What follows belongs to an exercise in optimizing a design on an open flow for small area, a short achievable clock period and few clock cycles; a production flow would make more cautious choices.
Function was checked by simulation only, so behaviour that the tests miss may differ from the original.
Power and IR drop assume default switching activity.

==> job 5188: inputs <==
// echo_corr
module echo_corr (
    input  wire               clk,
    input  wire               rst,         
    input  wire               start,       
    output wire [7:0]         tpl_addr,
    input  wire [31:0]        tpl_data,
    output wire [8:0]         cap_addr,
    input  wire [13:0]        cap_data,
    output reg                done,        
    output wire               clip,        
    output wire               unlock,      
    output wire               neg,         
    output wire signed [6:0]  lag,         
    output wire signed [38:0] r_prev,      
    output wire signed [38:0] r_peak,      
    output wire signed [38:0] r_next,      
    output wire signed [38:0] rq_peak,     
    output wire        [35:0] xe           
);
    localparam integer N  = 13;                  
    localparam integer NB = (65 + N - 1) / N;    
    localparam integer CL = N + 255;             
    localparam integer AW = 38;                  
    localparam [AW-1:0] KC = 38'd91628765184;
    localparam [2:0] S_IDLE = 3'd0,
                     S_STR  = 3'd1,    
                     S_TAIL = 3'd2,    
                     S_PICK = 3'd3,    
                     S_FIX  = 3'd4,    
                     S_FWT  = 3'd5;    
    reg [2:0] state;
    reg [3:0] blk;
    reg [8:0] c;           
    reg [8:0] ca;          
    reg [7:0] ta;          
    reg [3:0] fk;          
    reg       ph;          
    reg [1:0] wc;
    assign tpl_addr = ta;
    assign cap_addr = ca;
  ...
Settings: LEC_CHECK=0, CAP_MARGIN=20, CORE_MARGIN=10, CORE_UTILIZATION=55, PLACE_DENSITY=0.65, SETUP_SLACK_MARGIN=5, SLEW_MARGIN=20; clock period 10.0 ns.
run.sh (not shown) runs the stock make flow with config.mk's settings and CLKGATE_MAP_FILE= SYNTH_SCRIPT=/design/flow/synth_recipe.tcl, a recipe that flattens the netlist after the stock synthesis.
==> job 5633: changes against job 5188 <==
--- a/flow/design.v
+++ b/flow/design.v
@@ -163,39 +163,33 @@
         if (d2_clip) begin
             if (d2_cfirst)
                 clip_acc <= x_clip;
             else if (x_clip)
                 clip_acc <= 1'b1;
         end
     end
-    reg [N-1:0] sh1, sh2;
-    integer m;
-    always @(posedge clk) begin
-        for (m = 0; m < N; m = m + 1)
-            sh1[m] <= (state == S_STR || state == S_TAIL) && (c <= N - 1 - (m == 0 ? 0 : m));
-        sh2 <= sh1;
-    end
+    wire accum = d2_tap && !d2_first;
     wire [AW-1:0] as_r [0:N];
     wire [AW-1:0] ac_r [0:N];
     wire [AW-1:0] as_q [0:N];
     wire [AW-1:0] ac_q [0:N];
     assign as_r[N] = {AW{1'b0}};
     assign ac_r[N] = {AW{1'b0}};
     assign as_q[N] = {AW{1'b0}};
     assign ac_q[N] = {AW{1'b0}};
     genvar k;
     generate
         for (k = 0; k < N; k = k + 1) begin : u
             reg  [AW-1:0] sr, cr, sq, cq;
             wire [AW-1:0] nsr, ncr, nsq, ncq;
             ec_mac mr (.x(w[k]), .one(one_r), .two(two_r), .neg(neg_r), .sgn(sgn_r),
-                       .as(sh2[k] ? as_r[k+1] : sr), .ac(sh2[k] ? ac_r[k+1] : cr),
+                       .as(accum ? sr : as_r[k+1]), .ac(accum ? cr : ac_r[k+1]),
                        .s(nsr), .c(ncr));
             ec_mac mq (.x(w[k]), .one(one_q), .two(two_q), .neg(neg_q), .sgn(sgn_q),
-                       .as(sh2[k] ? as_q[k+1] : sq), .ac(sh2[k] ? ac_q[k+1] : cq),
+                       .as(accum ? sq : as_q[k+1]), .ac(accum ? cq : ac_q[k+1]),
                        .s(nsq), .c(ncq));
             always @(posedge clk) begin
                 sr <= nsr;
                 cr <= ncr;
                 sq <= nsq;
                 cq <= ncq;
             end
- CORE_UTILIZATION: 55 -> 40
- PLACE_DENSITY: 0.65 -> not set
- SETUP_SLACK_MARGIN: 5 -> not set
==> qor summary <==
                                                                         job 5188        job 5633
Outcome                                                            finished clean  finished clean
Fill cells                                                                  37000           59080
Worst path required time                                                 10.83 ns        10.90 ns
Mux cell area share after synthesis                                        7.720%          2.977%
Instance count of the mapped netlist                                        22770           24920
Number of antenna violations at the first check in global routing              39              30
Switching share of total power                                             40.51%          40.15%
Resized cells post-CTS                                                         21               0
Number of buffers added by the clock tree synthesis step                      349             342
Delay contributed by the slowest stage of the critical path               0.88 ns         0.78 ns
Detailed-route wire length                                               815.4 mm        829.4 mm
Clock network contribution to total cell area                              4.598%          4.338%
Final weighted congestion in routability-driven placement                  0.9269          0.8776
Share of the clock period used by the worst path after layout              51.03%          50.43%
Worst setup margin                                                       4.897 ns        4.957 ns
Leakage power of the design                                              113.0 nW        120.9 nW
Initial core utilization                                                   55.20%          40.18%
Minimum setup slack among reg-to-reg paths                                4.90 ns         4.96 ns
Number of global-route vias before repair                                  185100          195000
Clock group total power                                                  0.0140 W        0.0134 W
Fraction of layout instances using a drive strength above 1                10.24%          4.733%
Testbench counts of job 5188, summed over its fixed seeds: cycles 65,978.
Testbench counts of job 5633, summed over its fixed seeds: cycles 65,978.

## re-timing with driven ports
No port has a modelled driver above. Below, the same layouts with a new extraction and two added sets of constraints.
Step 1 assumes that a clkbuf_16 drives the clock port and a buf_2 every other input.
Step 2 adds t to the input delays and takes it off the output delays; t is the mean of the earliest and latest rising clock arrival at the registers after step 1. Input paths then give back, and output paths get back, about the clock's delay inside the block.
Three values: no drivers, after step 1, after step 2; two values: the first two.
| run | shift t [ns] | setup WS [ns] | pins driven straight from the clock port |
|---|---|---|---|
| job 5188 | 1.106 | 4.897 / 4.897 / 4.897 | 1 |
| job 5633 | 1.169 | 4.957 / 4.957 / 4.908 | 1 |
After both steps setup and hold are still met in every run listed. The setup slack of job 5633, which loses most, moves by 0.000 ns with the drivers and by -0.049 ns with both steps.
